What follows belongs to an exercise in optimizing a design on an open flow for small area, a short achievable clock period and few clock cycles per item; a production flow would make more cautious choices.
Only simulation tests tie the RTL to the original design; equivalence was not proved.

--- flow/flow/run.sh ---
#!/bin/bash
# The standard layout (standard.sh), with one change: ABC maps the
# synthesised logic with area-oriented mapping (map -a, flow/abc_area.script)
# instead of ORFS's default abc_area.script. Registers, their names and cell
# types are the standard synthesis's, since ABC sees only combinational logic.
set -euo pipefail
rm -rf scripts_area
cp -r "$FLOW_HOME/scripts" scripts_area
cp flow/abc_area.script scripts_area/abc_area.script
bash standard.sh finish SCRIPTS_DIR="$PWD/scripts_area" > layout.log 2>&1
--- flow/flow/abc_area.script ---
strash
dch
map -a
topo
stime -c
buffer -c
upsize -c
dnsize -c
--- flow/standard.sh ---
#!/bin/bash
# synth_recipe.tcl (not shown) runs the flow's synth.tcl, then flattens the netlist and writes it again
# the make line also repeats each setting of config.mk as NAME=value (left out here)
make -C /OpenROAD-flow-scripts/flow DESIGN_CONFIG=/design/flow/config.mk WORK_HOME=/design/flow/orfs CLKGATE_MAP_FILE= SYNTH_SCRIPT=/design/flow/synth_recipe.tcl "${@:-finish}"
--- flow/config.mk ---
export PLATFORM = sky130hd
export DESIGN_NAME = cz_quant
export DESIGN_NICKNAME = cz_quant
export VERILOG_FILES = /design/flow/design.v
export SDC_FILE = /design/flow/constraint.sdc
export NUM_CORES = 4
export LEC_CHECK = 0
export ABC_AREA = 1
export CAP_MARGIN = 20
export CORE_MARGIN = 2
export CORE_UTILIZATION = 60
export SLEW_MARGIN = 20
--- flow/constraint.sdc ---
create_clock -name core_clock -period 140.0 [get_ports {clk}]
set_input_delay 28.0000 -clock core_clock [delete_from_list [all_inputs] [get_ports {clk}]]
set_output_delay 28.0000 -clock core_clock [all_outputs]
set_load 0.01 [all_outputs]
--- flow/design.v ---
module cz_rca #(
    parameter N = 8
) (
    input  [N-1:0] a,
    input  [N-1:0] b,
    input          ci,
    output [N-1:0] s,
    output         co
);
    wire [N:0] c;
    assign c[0] = ci;
    genvar i;
    generate
        for (i = 0; i < N; i = i + 1) begin : g_bit
            assign s[i]   = a[i] ^ b[i] ^ c[i];
            assign c[i+1] = (a[i] & b[i]) | (c[i] & (a[i] ^ b[i]));
        end
    endgenerate
    assign co = c[N];
endmodule
module cz_add #(
    parameter N = 8
) (
    input  [N-1:0] a,
    input  [N-1:0] b,
    input          ci,
    output [N-1:0] s,
    output         co
);
    localparam L = (N <= 2) ? 1 : (N <= 4) ? 2 : (N <= 8) ? 3 : (N <= 16) ? 4 :
                   (N <= 32) ? 5 : (N <= 64) ? 6 : 7;
    wire [N-1:0] p = a ^ b;
    wire [N*(L+1)-1:0] gv;
    wire [N*(L+1)-1:0] pv;
    assign gv[N-1:0] = (a & b) | {{(N-1){1'b0}}, p[0] & ci};
    assign pv[N-1:0] = p;
    genvar l, i;
    generate
        for (l = 0; l < L; l = l + 1) begin : g_lvl
            for (i = 0; i < N; i = i + 1) begin : g_bit
                if ((i >> l) & 1) begin : g_op
                    assign gv[(l+1)*N+i] = gv[l*N+i] | (pv[l*N+i] & gv[l*N+((i >> l) << l)-1]);
                    assign pv[(l+1)*N+i] = pv[l*N+i] & pv[l*N+((i >> l) << l)-1];
                end else begin : g_pass
                    assign gv[(l+1)*N+i] = gv[l*N+i];
                    assign pv[(l+1)*N+i] = pv[l*N+i];
                end
            end
        end
    endgenerate
    wire [N-1:0] c = gv[L*N+N-1:L*N];            
    assign s  = p ^ {c[N-2:0], ci};
    assign co = c[N-1];
endmodule
module cz_por #(
    parameter N = 8
) (
    input  [N-1:0] x,
    output [N-1:0] p
);
    localparam L = (N <= 2) ? 1 : (N <= 4) ? 2 : (N <= 8) ? 3 : (N <= 16) ? 4 :
                   (N <= 32) ? 5 : (N <= 64) ? 6 : 7;
    wire [N*(L+1)-1:0] v;
    assign v[N-1:0] = x;
    genvar l, i;
    generate
        for (l = 0; l < L; l = l + 1) begin : g_lvl
            for (i = 0; i < N; i = i + 1) begin : g_bit
                if ((i >> l) & 1) begin : g_op
                    assign v[(l+1)*N+i] = v[l*N+i] | v[l*N+((i >> l) << l)-1];
                end else begin : g_pass
                    assign v[(l+1)*N+i] = v[l*N+i];
                end
            end
        end
    endgenerate
    assign p = v[L*N+N-1:L*N];
endmodule
module cz_rnd24 #(
    parameter N = 40
) (
    input  [N-1:0] x,
    output [N:0]   y
);
    wire [N-1:0] xr, tr;
    genvar k;
    generate
        for (k = 0; k < N; k = k + 1) begin : g_rev
            assign xr[k] = x[N-1-k];
        end
    endgenerate
    cz_por #(.N(N)) u_t (.x(xr), .p(tr));
    wire [N+25:0] t;
    assign t[N+25:N] = 26'd0;
    generate
        for (k = 0; k < N; k = k + 1) begin : g_t
            assign t[k] = tr[N-1-k];
        end
    endgenerate
    wire [N-1:0] keep = ~t[N+23:24];                
    wire [N-1:0] lsb  = t[N+22:23] & ~t[N+23:24];   
    wire [N-1:0] rnd  = t[N+23:24] & ~t[N+24:25];   
    wire [N-1:0] stk  = t[N+24:25];                 
    wire up = (|(x & rnd)) & ((|(x & stk)) | (|(x & lsb)));
    wire [N-1:0] z = x | ~keep;
    wire [N-1:0] zn;
    wire [N-1:0] pa;
    cz_por #(.N(N)) u_c (.x(~z), .p(zn));
    assign pa = ~zn;                                 
    wire [N-1:0] c = {pa[N-2:0], 1'b1} & keep & {N{up}};
    assign y[N-1:0] = (x & keep) ^ c;
    assign y[N]     = up & pa[N-1];
endmodule
module cz_mul #(
    parameter NA = 24,
    parameter NB = 16
) (
    input  [NA-1:0]    a,
    input  [NB-1:0]    b,
    input  [NA-1:0]    ex,       
    output [NA+NB-1:0] p
);
    wire [NA*NB-1:0] s;
    wire [NA*NB-1:0] c;
    assign s[NA-1:0] = (a & {NA{b[0]}}) ^ ex;
    assign c[NA-1:0] = (a & {NA{b[0]}}) & ex;
    assign p[0] = s[0];
    genvar i, j;
    generate
        for (j = 1; j < NB; j = j + 1) begin : g_row
            wire [NA-1:0] pp  = a & {NA{b[j]}};
            wire [NA-1:0] sin = {1'b0, s[(j-1)*NA+NA-1:(j-1)*NA+1]};
            wire [NA-1:0] cin = c[(j-1)*NA+NA-1:(j-1)*NA];
            for (i = 0; i < NA; i = i + 1) begin : g_col
                assign s[j*NA+i] = pp[i] ^ sin[i] ^ cin[i];
                assign c[j*NA+i] = (pp[i] & sin[i]) | (cin[i] & (pp[i] ^ sin[i]));
            end
            assign p[j] = s[j*NA];
        end
    endgenerate
    cz_add #(.N(NA)) u_fin (
        .a  ({1'b0, s[(NB-1)*NA+NA-1:(NB-1)*NA+1]}),
        .b  (c[(NB-1)*NA+NA-1:(NB-1)*NA]),
        .ci (1'b0),
        .s  (p[NA+NB-1:NB]),
        .co ()
    );
endmodule
module cz_xstep (
    input  [30:0] d,
    input         ident,
    input         zero,        
    output [11:0] idx,
    output [23:0] op_a,
    output [7:0]  k
);
    wire [7:0]  e8 = d[30:23];
    wire [23:0] m  = {|e8, d[22:0]};
    reg [4:0] lz;
    integer n;
    always @* begin
        lz = 5'd0;
        for (n = 0; n < 24; n = n + 1)
            if (m[n]) lz = 5'd23 - n[4:0];
    end
    wire [23:0] mn = m << lz;
    wire [7:0]  eb = (e8 == 8'd0) ? 8'd1 : e8;
    wire [35:0] p;
    cz_rca #(.N(36)) u_p (.a({mn, 12'd0}), .b(~{12'd0, mn}), .ci(1'b1), .s(p), .co());
    wire        h    = p[35];
    wire [23:0] xraw = h ? p[35:12] : p[34:11];
    wire        rb   = h ? p[11] : p[10];
    wire        st   = h ? (|p[10:0]) : (|p[9:0]);
    wire        up   = rb & (st | xraw[0]);
    wire [24:0] xs;
    cz_rca #(.N(24)) u_xs (.a(xraw), .b(24'd0), .ci(up), .s(xs[23:0]), .co(xs[24]));
    wire        cy   = xs[24];
    wire [23:0] xm   = cy ? 24'h800000 : xs[23:0];
    wire [8:0]  gp;
    cz_rca #(.N(9)) u_gp (.a({1'b0, eb}), .b({7'd0, h & cy, h ^ cy}), .ci(1'b0), .s(gp), .co());
    wire [9:0]  g;
    cz_rca #(.N(10)) u_g (.a({1'b0, gp}), .b(~{5'd0, lz}), .ci(1'b1), .s(g), .co());
    wire [9:0]  shw;                         
    cz_rca #(.N(10)) u_sh (.a(g), .b(~10'd116), .ci(1'b1), .s(shw), .co());
    wire        xge1 = !shw[9];
    wire [3:0]  sh   = xge1 ? shw[3:0] : 4'd0;
    wire [34:0] xf   = {11'd0, xm} << sh;
    wire [7:0]  kt;                          
    cz_rca #(.N(8)) u_kt (.a(8'd116), .b(~g[7:0]), .ci(1'b1), .s(kt), .co());
    assign idx  = xge1 ? xf[34:23] : 12'd0;
    assign op_a = zero ? 24'd0 : ident ? m : (xge1 ? {1'b0, xf[22:0]} : xm);
    assign k    = ident ? {1'b0, ~eb[6:0]} : (xge1 ? 8'd0 : kt);
endmodule
module cz_mstep (
    input  [15:0] t0,
    input  [15:0] t1,
    input  [23:0] op_a,
    input         ident,
    output [39:0] r,
    output        sgn
);
    wire [15:0] d10;
    wire        ge;
    cz_add #(.N(16)) u_d (.a(t1), .b(~t0), .ci(1'b1), .s(d10), .co(ge));
    wire [15:0] b   = ident ? 16'hffff : (d10 ^ {16{!ge}});
    wire [23:0] ex  = op_a & {24{!ident && !ge}};
    wire [39:0] pm;
    cz_mul #(.NA(24), .NB(16)) u_mul (.a(op_a), .b(b), .ex(ex), .p(pm));
    wire [40:0] rr;
    cz_rnd24 #(.N(40)) u_rnd (.x(pm), .y(rr));
    assign r   = rr[39:0];
    assign sgn = !ident && !ge;
endmodule
module cz_astep (
    input  [39:0] r,
    input         sgn,
    input  [15:0] t0,
    input  [7:0]  k,
    output [44:0] q,
    output        tiny,
    output [7:0]  ue
);
    wire [44:0] rs = {r, 5'd0};
    wire [45*7-1:0] sv;
    wire [6:0]      st;
    assign sv[44:0] = rs;
    assign st[0]    = 1'b0;
    genvar j;
    generate
        for (j = 0; j < 6; j = j + 1) begin : g_sh
            wire [44:0] cur = sv[j*45+44:j*45];
            assign sv[(j+1)*45+44:(j+1)*45] = k[j] ? (cur >> (1 << j)) : cur;
            assign st[j+1] = st[j] | (k[j] & (|cur[(1 << j)-1:0]));
        end
    endgenerate
    wire        big = |k[7:6];
    wire [44:0] a   = big ? 45'd0 : sv[6*45+44:6*45];
    wire        stk = big ? (|r) : st[6];
    wire [28:0] l29 = {a[27:0], stk};
    wire [28:0] lp;
    cz_por #(.N(29)) u_lo (.x(l29), .p(lp));
    wire [29:0] lo = {lp, 1'b0};
    wire [28:0] ln = l29 ^ ({29{sgn}} & lo[28:0]);
    wire [15:0] u;
    cz_add #(.N(16)) u_hi (.a(t0), .b(a[43:28] ^ {16{sgn}}), .ci(sgn & !lo[29]), .s(u), .co());
    wire [44:0] vx = {u, ln};
    wire [45:0] y;
    cz_rnd24 #(.N(45)) u_rnd (.x(vx), .y(y));
    assign tiny = (t0 == 16'd0) && stk;
    assign q    = tiny ? rs : y[44:0];
    wire [7:0]  uk;
    cz_rca #(.N(8)) u_uk (.a(8'd142), .b(~k), .ci(1'b1), .s(uk), .co());
    assign ue   = tiny ? uk : 8'd141;
endmodule
module cz_ostep (
    input  [44:0] q,
    input  [7:0]  ue,
    input         tiny,
    input  [3:0]  wc,      
    input  [4:0]  tau5,    
    output [31:0] yf,
    output [15:0] code
);
    reg [5:0] lzc;
    integer n;
    always @* begin
        lzc = 6'd45;
        for (n = 0; n < 45; n = n + 1)
            if (q[n]) lzc = 6'd44 - n[5:0];
    end
    wire [7:0]  el;                        
    wire        le;                        
    cz_rca #(.N(8)) u_el (.a(ue), .b(~{2'b00, lzc}), .ci(1'b1), .s(el), .co(le));
    wire [5:0]  sh  = le ? lzc : ue[5:0];
    wire [44:0] z   = q << sh;
    wire [7:0]  ex  = z[44] ? (el + 8'd1) : 8'd0;
    assign yf = {1'b0, ex, z[43:21]};
    wire [43:0] yq = q[44:1];
    wire [4:0]  w  = {wc[3], !wc[3], wc[2:0]};    
    wire [59:0] ys = {8'd0, yq, 8'd0} << wc;
    wire [59:0] am;
    cz_rca #(.N(60)) u_am (.a(ys), .b(~{16'd0, yq}), .ci(1'b1), .s(am), .co());
    wire [36:0] ap = am[59:23];            
    wire [21:0] s1;
    cz_rca #(.N(21)) u_s1 (.a(ap[36:16]), .b({5'd0, ap[15:0]}), .ci(1'b0), .s(s1[20:0]), .co(s1[21]));
    wire        c2;
    wire [15:0] s2_unused;
    cz_rca #(.N(16)) u_s2 (.a(s1[15:0]), .b({10'd0, s1[21:16]}), .ci(1'b1), .s(s2_unused), .co(c2));
    wire [6:0]  t3s;
    wire        t3c;
    cz_rca #(.N(6)) u_t3 (.a(s1[21:16]), .b({1'b0, tau5}), .ci(c2), .s(t3s[5:0]), .co(t3c));
    wire [20:0] t3 = {14'd0, t3c, t3s[5:0]};
    wire [20:0] sm;
    wire        smc;
    cz_rca #(.N(21)) u_sm (.a(ap[36:16]), .b(t3), .ci(1'b0), .s(sm), .co(smc));
    wire [16:0] craw = {smc, sm[20:5]};
    wire [16:0] top  = ~({17{1'b1}} << w);
    wire        ovf  = |(craw & ~top);
    assign code = tiny ? 16'd0 : (ovf ? top[15:0] : craw[15:0]);
endmodule
module cz_quant (
    input             clk,
    input             rst,           
    input             in_valid,
    output            in_ready,
    input      [31:0] in_d,          
    input             in_ident,      
    input       [2:0] in_table,      
    input       [4:0] in_width,      
    input       [2:0] in_dither,     
    input      [15:0] in_fn,         
    input       [2:0] in_word,       
    input      [19:0] in_entry,      
    input             in_zero,       
    output     [14:0] tbl_addr,      
    input      [15:0] tbl_data0,     
    input      [15:0] tbl_data1,     
    output reg        out_valid,
    input             out_ready,
    output reg [15:0] out_word,
    output reg [31:0] out_y          
);
    reg  sk_valid;
    reg  adv;            
    reg  rdy;            
    assign in_ready = rdy;
    localparam IW = 54;
    wire [IW-1:0] in_item = {in_d[30:0], in_ident, in_table, in_width[4], in_width[2:0],
                             in_dither, in_fn[3:0], in_word, in_entry[3:0], in_zero};
    reg           s1_valid;
    reg  [IW-1:0] s1_item;
    always @(posedge clk) begin
        if (rst)
            s1_valid <= 1'b0;
        else if (adv)
            s1_valid <= in_valid && rdy;
        if (adv)
            s1_item <= in_item;
    end
    wire [30:0] s1_d     = s1_item[53:23];
    wire        s1_ident = s1_item[22];
    wire  [2:0] s1_table = s1_item[21:19];
    wire  [3:0] s1_wc    = s1_item[18:15];
    wire  [2:0] s1_dith  = s1_item[14:12];
    wire  [3:0] s1_fn    = s1_item[11:8];
    wire  [2:0] s1_word  = s1_item[7:5];
    wire  [3:0] s1_entry = s1_item[4:1];
    wire        s1_zero  = s1_item[0];
    wire [11:0] x_idx;
    wire [23:0] x_opa;
    wire  [7:0] x_k;
    cz_xstep u_x (.d(s1_d), .ident(s1_ident), .zero(s1_zero), .idx(x_idx), .op_a(x_opa), .k(x_k));
    wire [3:0] v = s1_fn + {s1_word, 1'b0} + {1'b0, s1_word} + {s1_entry[1:0], 2'b00} + s1_entry;
    reg  [4:0] tau5;
    always @* begin
        case (s1_dith)
            3'd0:    tau5 = 5'b10000;
            3'd1:    tau5 = {v[0], 4'b1000};
            3'd2:    tau5 = {v[0], v[1], 3'b100};
            3'd3:    tau5 = {v[0], v[1], v[2], 2'b10};
            default: tau5 = {v[0], v[1], v[2], v[3], 1'b1};
        endcase
    end
    reg        s2_valid, s2_ident;
    reg  [2:0] s2_table;
    reg [11:0] s2_idx;
    reg [23:0] s2_opa;
    reg  [7:0] s2_k;
    reg  [3:0] s2_wc;
    reg  [4:0] s2_tau;
    always @(posedge clk) begin
        if (rst)
            s2_valid <= 1'b0;
        else if (adv)
            s2_valid <= s1_valid;
        if (adv) begin
            s2_ident <= s1_ident || s1_zero;
            s2_table <= s1_table;
            s2_idx   <= x_idx;
            s2_opa   <= x_opa;
            s2_k     <= x_k;
            s2_wc    <= s1_wc;
            s2_tau   <= tau5;
        end
    end
    assign tbl_addr = {s2_table, s2_idx};
    reg        s3_valid, s3_ident;
    reg [15:0] s3_t0, s3_t1;
    reg [23:0] s3_opa;
    reg  [7:0] s3_k;
    reg  [3:0] s3_wc;
    reg  [4:0] s3_tau;
    always @(posedge clk) begin
        if (rst)
            s3_valid <= 1'b0;
        else if (adv)
            s3_valid <= s2_valid;
        if (adv) begin
            s3_ident <= s2_ident;
            s3_t0    <= tbl_data0;
            s3_t1    <= tbl_data1;
            s3_opa   <= s2_opa;
            s3_k     <= s2_k;
            s3_wc    <= s2_wc;
            s3_tau   <= s2_tau;
        end
    end
    wire [39:0] m_r;
    wire        m_sgn;
    cz_mstep u_m (.t0(s3_t0), .t1(s3_t1), .op_a(s3_opa), .ident(s3_ident), .r(m_r), .sgn(m_sgn));
    wire [44:0] a_q;
    wire        a_tiny;
    wire  [7:0] a_ue;
    wire [15:0] m_t0 = s3_ident ? 16'd0 : s3_t0;
    cz_astep u_a (.r(m_r), .sgn(m_sgn), .t0(m_t0), .k(s3_k), .q(a_q), .tiny(a_tiny), .ue(a_ue));
    reg        s5_valid, s5_tiny;
    reg [44:0] s5_q;
    reg  [7:0] s5_ue;
    reg  [3:0] s5_wc;
    reg  [4:0] s5_tau;
    always @(posedge clk) begin
        if (rst)
            s5_valid <= 1'b0;
        else if (adv)
            s5_valid <= s3_valid;
        if (adv) begin
            s5_tiny <= a_tiny;
            s5_q    <= a_q;
            s5_ue   <= a_ue;
            s5_wc   <= s3_wc;
            s5_tau  <= s3_tau;
        end
    end
    wire [31:0] o_y;
    wire [15:0] o_code;
    cz_ostep u_o (.q(s5_q), .ue(s5_ue), .tiny(s5_tiny), .wc(s5_wc), .tau5(s5_tau),
                  .yf(o_y), .code(o_code));
    wire [15:0] w_word = o_code;
    wire [31:0] w_y    = o_y;
    wire        w_valid = adv && s5_valid;      
    wire        out_free = !out_valid || out_ready;
    wire        pend = sk_valid || w_valid;        
    wire        hold = out_valid && pend;          
    reg  [15:0] sk_word;
    reg  [31:0] sk_y;
    always @(posedge clk) begin
        if (rst) begin
            out_valid <= 1'b0;
            sk_valid  <= 1'b0;
            adv       <= 1'b1;
            rdy       <= 1'b0;
        end else begin
            out_valid <= pend || (out_valid && !out_ready);
            sk_valid  <= hold && !out_ready;
            adv       <= !hold || out_ready;
            rdy       <= !hold || out_ready;
        end
        if (out_free) begin
            out_word <= sk_valid ? sk_word : w_word;
            out_y    <= sk_valid ? sk_y : w_y;
        end
        if (!sk_valid) begin
            sk_word <= w_word;
            sk_y    <= w_y;
        end
    end
endmodule
==> impl_metrics.yaml, run 1 <==
run_status:
  status: "finished clean"
global_route:
  antenna_found_initial: 2
  overflow: 0
  top_usage_layer: "met2"
  grt_max_degree: 193
  grt_usage_pct: 34.8
  grt_use_met3_pct: 5.98
  grt_pass1_vias: 34700
  globalRouteMet1Util_pct: 50.9
  gr-usage-met2_pct: 53.7
  grt_pass1_wl_um: 192000
place:
  port_buffers: 154
  place_inst: 6224
  place.gp.congestion: 1.04
  hpwl_um: 100000
drt:
  wl_per_cell_um: 19.6
  drtIter0Drc: 4381
  routed_wl_um: 123000
  drc: 0
  viasPerCell: 5.91
  postRouteAntennaNets: 0
  dr.pass1.iters: 10
  route.vias.total: 37200
die:
  die_y_um: 267
  dieWidth_um: 267
  num_rows: 96
  core_um2: 68500
  num_io_pins: 185
  initial_utilization_pct: 60.5
  die-area_um2: 71200
cts:
  cts_num_sinks: 352
  cts_buffer_depth: 3
  root_buffer: "clkbuf_16"
  cts_buffers: 36
  cts_tree: "done"
  path_clk_slew_ps: 70
  clock_latency_ps: 560
  hold_buffers: 0
  h-tree-depth: 2
  ctsResizeCount: 0
  postCtsSetupRepairBufs: 0
timing:
  period_share_pct: 22.5
  final-setup-viol-count: 0
  fin_crit_ps: 31460
  final_hold_viol_count: 0
  worstMarginPinSlew_ps: 1080
  clock_skew_ps: 22.2
  whs_ps: 405
  tns_ps: 0
  fmax_mhz: 31.8
  slew_violations: 0
  grt_setup_unrepaired: "no"
  relSlewSlack_pct: 28.0
logic_synthesis:
  ys.flop_type: "edfxtp_1"
  synthArstFlopShare_pct: 0
  ys_types: 71
  synth_edf_count: 296
  yosys_warnings: 3
  syn_area_per_cell_um2: 7.68
  syn_inst: 5395
  ys_seq_area_share_pct: 24.1
  synth_nets: 6167
  ys_ff_latch: 352
  synth_area_um2: 41500
worst_setup_path:
  slowest_delay_ps: 720
  slowest_stage: "o21ai_0"
  path_class: "flip-flop to flip-flop"
  cp_max_fo: 25
  cp-end-kind: "flip-flop"
  arrival_ps: 31710
  crit_required_ps: 140250
  worst_setup_path_start_kind: "flip-flop"
layout:
  drive_gt1_share_pct: 4.50
  final_cells: 6288
  final_nets: 6153
  diodes: 0
  area_delta_synth_final_pct: 7.95
  post-route-util_pct: 65.4
flow_run:
  maxCapViolCount: 0
worst_hold_path:
  min_path_type: "flip-flop to flip-flop"
[metrics by stage]
stage          cell area [um^2]  worst slack (ps)
6_report                  44700            108540
5_1_grt                   44700            106820
4_1_cts                   44700            109200
3_5_place_dp              43500            109360
3_3_place_gp              43500            109650
2_1_floorplan             41500            110510
[area by class of cell]
| type | count | area (um^2) |
|---|---|---|
| multi-input cells | 4102 | 27900 |
| fillers | 6086 | 23700 |
| flip-flops and latches | 352 | 10000 |
| inverters | 692 | 2600 |
| repair buffers | 197 | 1900 |
| well taps | 882 | 1100 |
| clock buffers | 49 | 1020 |
| clock inverters | 14 | 165 |
[layout by cell type, fill, tap and decap left out, types with 45 or more instances in the layout]
cell type,instances
nand2_1,1162
nor2_1,760
inv_1,624
o21ai_0,537
fa_1,430
edfxtp_1,296
ha_1,222
a21oi_1,196
clkdlybuf4s50_1,154
nand3_1,131
nor3_1,67
mux2i_1,61
xor2_1,59
a31oi_1,57
dfxtp_1,54
inv_2,45
[worst max-delay path: cells and delay by family, from the launching register on]
| family | cells | cell delay [ps] |
|---|---|---|
| simple gates | 74 | 10750 |
| fa+ha+maj | 21 | 8690 |
| buf+inv | 31 | 3910 |
| compound gates | 26 | 5960 |
| xor+xnor | 3 | 1370 |
| flops | 1 | 420 |
[synthesized netlist by cell type, drive strengths merged, types with 6 or more instances]
cell	n	area, um^2
clkinv	22	83.8
o211ai	8	60.1
nand4	32	200
ha	222	2780
mux2i	61	611
buf	32	130
o2111ai	6	58.8
a21oi	201	1030
a31oi	57	357
a221oi	9	78.8
a32o	6	60.1
or2	31	194
a211oi	21	173
a21o	6	45.0
o311ai	6	52.6
dfxtp	56	1120
edfxtp	296	8890
nand2	1170	4420
o21bai	10	75.1
a22oi	13	97.6
o31ai	14	105
nand3	133	683
o22ai	40	250
xnor2	26	228
nor3	74	412
inv	670	2520
fa	430	8610
o221ai	16	158
nor2	790	3110
xor2	60	533
nor4	43	269
o21ai	571	2870
o21a	16	120
clkbuf	217	815
[worst paths after layout]
| check | to | slack [ps] | depth (start not counted) | startpoint |
|---|---|---|---|---|
| worst max register to register | s5_q[14]$_DFFE_PP_ | 108540 | 155 | s3_t0[2]$_DFFE_PP_ |
| worst max-delay path | s5_q[14]$_DFFE_PP_ | 108540 | 155 | s3_t0[2]$_DFFE_PP_ |
| worst min register to register | s3_opa[1]$_DFFE_PP_ | 410 | 0 | s2_opa[1]$_SDFFCE_PP0P_ |
| worst min-delay path | s3_opa[1]$_DFFE_PP_ | 410 | 0 | s2_opa[1]$_SDFFCE_PP0P_ |
[per-layer routing]
layer,vias up,routed length (um),part of all wire (%)
met5,-,13,0.011
met4,2,3230,2.6
met3,194,11500,9.3
met2,1628,54400,44
met1,17800,53900,44
li1,17600,-,-
[flip-flops by register name, summed over array words and instances, names as in the netlist, 3 cells and up]
signal and flops:
s3_t0 16, sk_word 16, s5_wc 4, s3_t1 16, out_y 32, out_word 16, s1_item 54, s3_tau 5
s3_k 8, s2_wc 4, sk_y 32, s2_opa 24, s5_tau 5, s2_tau 5, s3_wc 4, s2_table 3
s2_k 8, s5_q 45, s2_idx 12, s3_opa 24, s5_ue 8
[cell families after synthesis]
group	count (synthesis)	share of synthesized area, %
compound gates	1021	14.0
buf+inv	941	8.55
fa+ha+maj	652	27.5
simple gates	2282	22.5
mux	61	1.47
xor+xnor	86	1.84
flops	352	24.1
Testbench counts, summed over its fixed seeds: cycles 16,040, items 16,000.
==> inputs of run 2 (changes only) <==
==> flow/run.sh (new file) <==
#!/bin/bash
# synth_recipe.tcl (not shown) runs the flow's synth.tcl, then flattens the netlist and writes it again
# the make line also repeats each setting of config.mk as NAME=value (left out here)
make -C /OpenROAD-flow-scripts/flow DESIGN_CONFIG=/design/flow/config.mk WORK_HOME=/design/flow/orfs CLKGATE_MAP_FILE= SYNTH_SCRIPT=/design/flow/synth_recipe.tcl finish
removed: flow/flow/run.sh
removed: flow/flow/abc_area.script
removed: flow/standard.sh
==> run 2 against run 1 <==
Non-clock buffer count grew 15; die area grew 9.3%; routed wire length grew 13%; design area grew 8.8%; critical path type is now flip-flop to output port; critical endpoint is now out_y[27].
==> impl_metrics.yaml, run 2 <==
run_status:
  status: "finished clean"
worst_setup_path:
  cp-end-kind: "output port"
  path_class: "flip-flop to output port"
  r2r-start: "s3_t0[3]$_DFFE_PP_"
  arrival_ps: 1490
  crit_start: "out_y[27]$_DFFE_PN_"
  reg2reg_slack_ps: 113580
  slowest_stage: "clkdlybuf4s50_1"
  path_buf_inv: 1
  path_delay_family: "buffers and inverters"
  crit_required_ps: 112000
  rr_worst_depth: 132
  r2r_end: "s5_q[36]$_DFFE_PP_"
  cp_max_fo: 1
  slowest_delay_ps: 560
  path_cells: "clkdlybuf4s50_1"
  worst_setup_path_start_kind: "flip-flop"
die:
  num_rows: 100
  dieWidth_um: 279
  initial_utilization_pct: 60.8
  num_io_pins: 185
  die_y_um: 279
  core_um2: 74600
  die-area_um2: 77800
drt:
  drtIter0Drc: 4305
  postRouteAntennaNets: 0
  viasPerCell: 5.76
  route.vias.total: 41800
  drc: 0
  wl_per_cell_um: 19.2
  dr.pass1.iters: 6
  routed_wl_um: 139000
cts:
  cts_tree: "done"
  clock_latency_ps: 590
  postCtsSetupRepairBufs: 0
  hold_buffers: 0
  h-tree-depth: 2
  root_buffer: "clkbuf_16"
  ctsResizeCount: 0
  cts_buffers: 42
  path_clk_slew_ps: 60
  cts_num_sinks: 352
  cts_buffer_depth: 3
layout:
  nFillCells: 6770
  layout_common_cells: "1799 x nand2_1, 897 x inv_1, 541 x nand3_1"
  final_common_cell: "nand2_1"
  drive_gt1_share_pct: 4.84
  area_delta_synth_final_pct: 7.33
  diodes: 0
  top_regs: "s1_item x54, s5_q x45"
  largest_reg_flops: 54
  regMostFlops: "s1_item"
  final_nets: 7023
logic_synthesis:
  syn_inst: 6286
  synth_top_area_share_pct: 19.6
  yosys_warnings: 3
  synthArstFlopShare_pct: 0
  synth_nets: 7058
  ys_types: 77
  synth_most_common_cell: "nand2_1"
  yosysTopAreaCell: "edfxtp_1"
  synth_edf_count: 296
  synth_area_leaders: "edfxtp_1 20%, fa_1 19%, nand2_1 15%"
  syn_area_per_cell_um2: 7.21
  ys_seq_area_share_pct: 22.1
  synthTopCellsByCount: "1800 x nand2_1, 897 x inv_1, 542 x nand3_1, 521 x nor2_1, 445 x o21ai_0"
  ys_ff_latch: 352
  ys.flop_type: "edfxtp_1"
  synth_area_um2: 45300
global_route:
  grt_max_degree: 91
  gr-usage-met2_pct: 59.8
  globalRouteMet1Util_pct: 46.1
  overflow: 0
  antenna_found_initial: 1
  top_usage_layer: "met2"
  grt_pass1_wl_um: 216000
  grt_pass1_vias: 39100
  grt_use_met3_pct: 3.85
  grt_usage_pct: 35.7
flow_run:
  maxCapViolCount: 0
timing:
  worstMarginPinSlew_ps: 1130
  fin_crit_ps: 29490
  whs_ps: 413
  fmax_mhz: 33.9
  clock_skew_ps: 16.8
  relSlewSlack_pct: 23.9
  grt_setup_unrepaired: "no"
  tns_ps: 0
  final_hold_viol_count: 0
  period_share_pct: 21.1
  final-setup-viol-count: 0
  slew_violations: 0
  fin_ws_ps: 110510
place:
  port_buffers: 154
  hpwl_um: 114000
  preCtsSetupSlack_ps: 110280
  place.gp.congestion: 1.03
worst_hold_path:
  holdPathStages: 0
  hold_start: "s3_wc[3]$_DFFE_PP_"
  holdPathEnd: "s5_wc[3]$_DFFE_PP_"
  min_path_type: "flip-flop to flip-flop"
[run 2: final cells by class]
| type | instances | area [um^2] | share of cell area [%] |
|---|---|---|---|
| inverters | 924 | 3470 | 7.13 |
| multi-input cells | 4719 | 30600 | 62.9 |
| flip-flops and latches | 352 | 10000 | 20.6 |
| well taps | 969 | 1210 | 2.49 |
| clock inverters | 26 | 294 | 0.604 |
| clock buffers | 52 | 1100 | 2.26 |
| repair buffers | 212 | 1980 | 4.06 |
[run 2: cells by family after synthesis]
kind of cell / after synthesis / share of synthesized area, %
simple gates: 3191 / 30.4
buf+inv: 1215 / 10.5
compound gates: 754 / 9.27
fa+ha+maj: 652 / 25.1
flops: 352 / 22.1
mux: 71 / 1.57
xor+xnor: 51 / 1.00
[run 2: how the worst max path moves through the flow]
stage | to | cells past startpoint
after global routing | tbl_addr[11] | 1
after detailed placement | out_word[0]$_DFFE_PN_ | 4
after floorplan | sk_valid$_SDFF_PP0_ | 5
final | out_y[27] | 1
after global placement | out_word[0]$_DFFE_PN_ | 4
after CTS | out_y[27] | 1
[run 2: routing by layer]
layer / up-vias / share of wire, % / wire, um
li1: 20100 / - / -
met1: 19600 / 40 / 55100
met2: 1715 / 48 / 66200
met3: 331 / 6.9 / 9620
met4: 0 / 6.0 / 8320
met5: - / 0 / 0
[run 2: metrics by stage]
step / instance area, um^2 / util, % / cells
final: 48700 / 65.3 / 7254
after global routing: 48700 / 65.3 / 7254
after CTS: 48700 / 65.3 / 7254
after detailed placement: 47300 / 63.4 / 7176
after global placement: 47300 / 63.4 / 7176
after floorplan: 45300 / - / 6286

-- static timing again, ports no longer ideal --
How much do the figures lean on ideal ports? The routed layouts below were timed once more, with nothing changed but the port constraints.
Step 1: set_driving_cell puts a clkbuf_16 on clk and a buf_2 on each other input, an assumption about the parent block.
Step 2 adds t to the input delays and takes it off the output delays; t is the mean of the earliest and latest rising clock arrival at the registers after step 1. Input paths then give back, and output paths get back, about the clock's delay inside the block.
Slacks: ideal ports / drivers / drivers and shift; pairs: ideal ports / drivers.
run	t (ns)	slack for setup (ns)	latest minus earliest clock arrival (ns)	slew at the worst register clock pin (ns)
run 1	0.611	108.538 / 108.538 / 108.538	0.025 / 0.025	0.07 / 0.07
run 2	0.649	110.506 / 110.437 / 110.278	0.019 / 0.019	0.07 / 0.07
After both steps setup and hold are still met in every run listed. The setup slack of run 2, which loses most, moves by -0.069 ns with the drivers and by -0.228 ns with both steps.
